From an optimization exercise on the open Yosys and OpenROAD flow, aimed at small area and a short achievable clock period; shortcuts taken in it are not production practice.
In this exercise RTL edits were held to simulation tests only and were not proved equivalent to the original.

==> flow/design.v, too long to show whole: its modules and the start of the top module <==
// module quire_ecc: 1255 lines
module quire_ecc (
    input  wire         clk,
    input  wire         rst,
    input  wire         enc_in_valid,
    input  wire [127:0] enc_in_data,
    output reg          enc_out_valid,
    output reg  [144:0] enc_out_word,
    input  wire         dec_in_valid,
    input  wire [144:0] dec_in_word,
    output reg          dec_out_valid,
    output reg  [144:0] dec_out_word,
    output reg          dec_out_corr,
    output reg          dec_out_unc
);
  // ...
==> flow/flow/run.sh <==
#!/bin/bash
# The standard layout (standard.sh, the standard flow's own ORFS run), with these changes:
#  - synthesis is the standard flow's script (synth_recipe.tcl) unchanged except that
#    yosys's abc maps with flow/abc_area.script (area-oriented mapping, no
#    gate upsizing or buffering; registers are mapped by dfflibmap as before);
#  - the port buffers that ORFS inserts on every input and output are
#    sky130_fd_sc_hd__buf_1 instead of the cell buffer_ports picks by default;
#  - repair_timing aims for a setup slack margin, so that it sizes the
#    critical paths although the design's clock period is met anyway.
# The SDC, clock period and every other step are the standard flow's.
# Each tool's output goes to a log of its own here (synth.log, standard.log)
# and to ORFS's logs under orfs/logs.
set -euo pipefail
W="$(cd "$(dirname "$0")/.." && pwd)"
cd "$W"
export BUFFER_PORTS_ARGS="-buffer_cell sky130_fd_sc_hd__buf_1"
export SETUP_SLACK_MARGIN=16

cat > "$W/flow/synth_area.tcl" <<EOT
proc abc {args} {
  set i [lsearch \$args -script]
  if {\$i >= 0} { lset args [expr {\$i + 1}] $W/flow/abc_area.script }
  yosys abc {*}\$args
}
source $W/synth_recipe.tcl
EOT
sed "s#SYNTH_SCRIPT=[^ ]*#SYNTH_SCRIPT=$W/flow/synth_area.tcl#" standard.sh > "$W/flow/synth_step.sh"
bash "$W/flow/synth_step.sh" synth > synth.log 2>&1
bash standard.sh > standard.log 2>&1
==> flow/flow/abc_area.script <==
strash
dch
map -a
topo
==> flow/standard.sh <==
#!/bin/bash
# synth_recipe.tcl (not shown) runs the flow's synth.tcl, then flattens the netlist and writes it again
# the make line also repeats each setting of config.mk as NAME=value (left out here)
make -C /OpenROAD-flow-scripts/flow DESIGN_CONFIG=/design/flow/config.mk WORK_HOME=/design/flow/orfs CLKGATE_MAP_FILE= SYNTH_SCRIPT=/design/flow/synth_recipe.tcl "${@:-finish}"
==> flow/config.mk <==
export PLATFORM = sky130hd
export DESIGN_NAME = quire_ecc
export DESIGN_NICKNAME = quire_ecc
export VERILOG_FILES = /design/flow/design.v
export SDC_FILE = /design/flow/constraint.sdc
export NUM_CORES = 4
export LEC_CHECK = 0
export CAP_MARGIN = 50
export CORE_MARGIN = 2
export CORE_UTILIZATION = 55
export CTS_BUF_LIST = sky130_fd_sc_hd__clkbuf_8
export CTS_CLUSTER_DIAMETER = 50
export CTS_CLUSTER_SIZE = 15
export SLEW_MARGIN = 50
==> flow/constraint.sdc <==
create_clock -name core_clock -period 22.0 [get_ports {clk}]
set_input_delay 4.4000 -clock core_clock [delete_from_list [all_inputs] [get_ports {clk}]]
set_output_delay 4.4000 -clock core_clock [all_outputs]
set_load 0.01 [all_outputs]
==> flow_metrics.py, run 1 <==
metrics = {
    "outcome": {
        "outcome": "no timing/DRC/antenna violations",
    },
    "global_route": {
        "first_global_vias": 23270,
    },
    "placement": {
        "place_congestion": 1.047,
    },
    "die": {
        "start_util": 0.5541,
    },
    "sta": {
        "min_period_ns": 6.126,
        "finalSetupTns_ns": 0,
        "fmax_mhz": 163.3,
    },
    "layout": {
        "clkbuf_count": 59,
        "largest_class": "multi-input gates",
        "inverters": 201,
        "area_growth_pct": 28.33,
        "final_common_cell": "dfxtp_1",
    },
    "yosys": {
        "ys_types": 27,
        "synth_top_area_frac": 0.4390,
        "yosysWarnings": 1,
        "yosysSeqAreaShare": 0.4390,
        "synth_edf_count": 0,
        "async_flop_share": 0,
    },
    "critical_path": {
        "crit_top_cell": "xnor2_2",
    },
    "job": {
        "cap_violations": 0,
    },
    "route": {
        "route.met3.wl_microns": 10410,
        "drt_pass1_iterations": 8,
        "topRoutingLayerUsed": "met4",
    },
    "clock_network": {
        "clk_root_buffer_cell": "clkbuf_8",
    },
    "min_path": {
        "hold_class": "reg -> reg",
    },
}
==> run 2, diff against run 1 <==
--- a/flow/design.v
+++ b/flow/design.v
@@ -1072,24 +1072,20 @@
         r2_c    <= b_c;
         r2_zero <= ~b_s1nz & ~(|r1_s3);      
         r2_s1nz <= b_s1nz;
         r2_par  <= r1_par;
     end
     wire [7:0] c_y  = {r2_c[5] ^ r2_c[6], r2_c[4], r2_c[4] ^ r2_c[5], r2_c[3] ^ r2_c[4] ^ r2_c[5] ^ r2_c[6], r2_c[1] ^ r2_c[2] ^ r2_c[4] ^ r2_c[5] ^ r2_c[6], r2_c[0] ^ r2_c[4], r2_c[0] ^ r2_c[1] ^ r2_c[4] ^ r2_c[6], 1'b0};
     wire [7:0] c_x1 = tmul(r2_s1, c_y);
     wire [7:0] c_x2 = c_x1 ^ r2_s1;
-    wire       c_tr = ^(r2_c & 8'd128);                    
     wire       c_one  = r2_s1nz & ~(|r2_c);                
-    wire       c_two  = r2_s1nz & (|r2_c) & ~c_tr & ~r2_par;  
-    localparam [255:0] POS = 256'hfb6a379b3e603b16892cfa2342a27cf5af77fa4eb4719aeffba33a4be44e45be;    
-    wire c_in1 = POS[c_x1];
-    wire c_in2 = POS[c_x2];
-    wire c_en1 = c_two & c_in1 & c_in2;
-    wire c_en2 = c_en1 | c_one;
+    wire       c_two  = r2_s1nz & (|r2_c) & ~r2_par;       
+    wire c_en1 = c_two;
+    wire c_en2 = c_two | c_one;
     wire c_par = r2_zero & r2_par;               
     wire [15:0] c_h1, c_l1, c_h2, c_l2;
     genvar gi;
     generate
         for (gi = 0; gi < 16; gi = gi + 1) begin : g_pre
             assign c_h1[gi] = c_en1 & (c_x1[7:4] == gi);
             assign c_l1[gi] = (c_x1[3:0] == gi);
             assign c_h2[gi] = c_en2 & (c_x2[7:4] == gi);
@@ -1236,18 +1232,18 @@
     assign c_flip[136] = (c_h1[5] & c_l1[0]) | (c_h2[5] & c_l2[0]);
     assign c_flip[137] = (c_h1[15] & c_l1[15]) | (c_h2[15] & c_l2[15]);
     assign c_flip[138] = (c_h1[15] & c_l1[13]) | (c_h2[15] & c_l2[13]);
     assign c_flip[139] = (c_h1[11] & c_l1[15]) | (c_h2[11] & c_l2[15]);
     assign c_flip[140] = (c_h1[3] & c_l1[1]) | (c_h2[3] & c_l2[1]);
     assign c_flip[141] = (c_h1[7] & c_l1[4]) | (c_h2[7] & c_l2[4]);
     assign c_flip[142] = (c_h1[1] & c_l1[13]) | (c_h2[1] & c_l2[13]);
     assign c_flip[143] = (c_h1[10] & c_l1[14]) | (c_h2[10] & c_l2[14]);
-    assign c_flip[144] = c_par | (c_one & c_in2 & ~r2_par);
-    wire c_corr = c_par | (c_one & c_in2) | c_en1;
+    assign c_flip[144] = c_par | (c_one & ~r2_par);
+    wire c_corr = c_par | c_one | c_two;
     always @(posedge clk) begin
         if (rst)
             dec_out_valid <= 1'b0;
         else
             dec_out_valid <= r2_v;
         dec_out_word <= r2_w ^ c_flip;
         dec_out_corr <= c_corr;
         dec_out_unc  <= ~r2_zero & ~c_corr;
==> run 2 against run 1 <==
  * Count of clock-buffer cells in the layout did not move
  * Synthesized area fell by 4.0%
  * Critical path depth unchanged
  * Cell count down 6.9%
  * Via count is 9.1% lower
  * Sequential share of layout area grew 2.9 points
  * Maximum frequency rose by 0.29%
  * Hold slack better by 0.0027 ns
  * Die area fell by 3.9%
  * Synthesized cell count decreased by 7.8%
  * Critical path type unchanged
==> flow_metrics.py, run 2 <==
metrics = {
    "route": {
        "viasPerCell": 5.417,
        "ant_nets": 0,
        "post_drt_wl_per_cell_microns": 26.60,
        "drtIter0Drc": 2189,
        "totalWireLength_microns": 108300,
        "vias": 22040,
        "drt_pass1_iterations": 7,
        "remaining_drc_errors": 0,
    },
    "yosys": {
        "async_flop_share": 0,
        "synth-seq-cells": 622,
        "synth_edf_count": 0,
        "synthCells": 2714,
        "synth_top_area_frac": 0.4573,
        "syn_area_per_cell_sq_um": 10.03,
        "yosysSeqAreaShare": 0.4573,
        "yosysMostFrequentCell": "xor2_1",
        "ys_types": 20,
        "syn_area_sq_um": 27230,
        "synth.top_cells.by_count": "xor2_1, dfxtp_1, xnor2_1",
        "syn-num-nets": 3000,
        "synth_top_area_cell": "dfxtp_1",
        "ys.flop_type": "dfxtp_1",
        "yosysWarnings": 1,
        "ys_top_cells_by_area": "dfxtp_1, xor2_1, xnor2_1",
    },
    "die": {
        "die-area_sq_um": 51300,
        "start_util": 0.5563,
        "die_x_microns": 226.5,
        "rows": 81,
        "ioPinCount": 571,
        "core_sq_um": 48950,
        "die_h_microns": 226.5,
    },
    "outcome": {
        "outcome": "no timing/DRC/antenna violations",
    },
    "critical_path": {
        "slowest_delay_ns": 0.36,
        "crit_required_ns": 22.56,
        "endpoint_kind": "flop",
        "path_cells": "buf_1 > or2_2 > nand2_1 > nand2_1 > nand2_4 > xnor2_2 > xor2_2 > xnor2_2 > xor2_1 > xor2_1",
        "path_buf_inv": 1,
        "critPathTopFamily": "XOR/XNOR gates",
        "startpoint_type": "input port",
        "arrival_ns": 6.67,
        "critPathMaxFanout": 5,
        "crit_slowest_cell": "buf_1",
        "criticalPathCategory": "in -> reg",
    },
    "clock_network": {
        "cts_buffer_depth": 3,
        "cts_inserted_buffers": 56,
        "htree_levels": 2,
        "clock_latency_ns": 0.79,
        "cts_tree": "yes",
        "clk_root_buffer_cell": "clkbuf_8",
        "path_clk_slew_ns": 0.11,
        "cts.sinks": 622,
    },
    "sta": {
        "min_period_ns": 6.108,
        "fmax_mhz": 163.7,
        "rsz0062_at_grt": "true",
        "fin_ws_ns": 15.89,
        "finalSetupTns_ns": 0,
        "clock_skew_ns": 0.1171,
        "worst_pin_slew_ns": 0.8317,
        "setup_violations": 0,
        "hold_viol_final": 0,
        "relSlewSlack": 0.4442,
        "fin_crit_sh": 0.2776,
        "drv_slew": 0,
    },
    "global_route": {
        "antenna_found_initial": 5,
        "grt_overflow": 0,
        "first_global_vias": 21730,
        "grt_max_degree": 20,
        "track_usage": 0.4117,
        "grt_pass1_wl_microns": 148200,
    },
    "job": {
        "cap_violations": 0,
    },
    "layout": {
        "area_growth_pct": 23.28,
        "final_cell_mix": "xor2_1, dfxtp_1, buf_1",
        "nets": 3667,
        "drive_gt1_frac": 0.1287,
        "final_common_cell": "xor2_1",
    },
    "placement": {
        "io_buffers": 570,
        "place_ws_ns": 14.84,
        "dpl.hpwl_microns": 87380,
        "place_congestion": 1.045,
    },
    "min_path": {
        "hold_class": "reg -> reg",
    },
}
## run 2: area by class of cell
cell class,count,area (sq um)
diodes,2,5.005
clock buffers,59,812.0
clock inverters,21,270.3
fillers,3775,15380
inverters,124,476.7
multi-input cells,1968,16200
flip-flops and latches,622,12460
well taps,664,830.8
repair buffers,609,2522
## run 2: kinds of logic (layout without fill, tap and decap cells)
family | count (synthesis) | in the layout | synth area share
DFF | 622 | 622 | 0.4573
other | 0 | 2 | 0
buffers and inverters | 124 | 813 | 0.01709
AOI/OAI and AO/OA | 170 | 170 | 0.03846
adders and majority gates | 9 | 9 | 0.004136
and+or+nand+nor | 540 | 540 | 0.08129
xor gates and xnor gates | 1249 | 1249 | 0.4017
## run 2: worst paths after layout
check / start / endpoint / slack [ns] / cells past startpoint
max: dec_in_word[98] / r1_s3[1] / 15.89 / 10
min: r1_w[40] / r2_w[40] / 0.33 / 0
max reg2reg: r1_s1[6] / r2_c[1] / 16.41 / 29
min reg2reg: r1_w[40] / r2_w[40] / 0.33 / 0
## run 2: per-layer routing
metal	global-route usage	up-vias	routed length [microns]	part of all wire
li1	-	9758	-	-
met1	0.4875	10490	40410	0.37
met2	0.6798	1391	50290	0.46
met3	0.08708	397	9490	0.088
met4	0.2634	2	8056	0.074
met5	0	-	10	0.000092
## run 2: timing repair
| item | in CTS | in global routing |
|---|---|---|
| setup endpoints to repair | 32 | 36 |
| pin swaps | 15 | 34 |
| gates resized for setup | 75 | 126 |
| buffers inserted | 11 | 28 |
| hold buffers | 0 | 0 |
## run 2: per-stage QoR
stage                       util  hold slack (ns)  cell area, sq um  std cells
after floorplan                -           0.3096             27960       2714
after global placement    0.6318           0.3097             30930       3948
after detailed placement  0.6334           0.3121             31000       3948
after CTS                 0.6655           0.3304             32580       4039
after global routing      0.6857           0.3365             33570       4068
final                     0.6858           0.3270             33570       4069

-- re-timing with driven ports --
The flow's constraints put no driver on any port. The routed layouts listed below were extracted and timed again, unchanged, in two steps.
Step 1 (the two cells are an assumption about what drives the block):
set clk [get_ports {clk}]
set_driving_cell -lib_cell sky130_fd_sc_hd__clkbuf_16 $clk
set_driving_cell -lib_cell sky130_fd_sc_hd__buf_2 [delete_from_list [all_inputs] $clk]
Step 2 also shifts input and output timing later by t, the mid clock arrival at the registers, as if the neighbouring blocks saw the same clock.
Three values: ideal ports, drivers, drivers and shift; two values: the first two.
run	t (ns)	setup WS [ns]	worst hold slack (ns)	worst setup path at the end	slew at the worst register clock pin (ns)
run 1	0.801	15.874 / 15.914 / 15.112	0.324 / 0.324 / 0.324	input to register	0.10 / 0.10
run 2	0.784	15.892 / 15.912 / 15.127	0.327 / 0.327 / 0.327	input to register	0.11 / 0.11
After both steps every run listed still meets setup and hold. For run 2, which loses most, drivers alone change the setup slack by +0.020 ns; drivers and shift together by -0.765 ns.
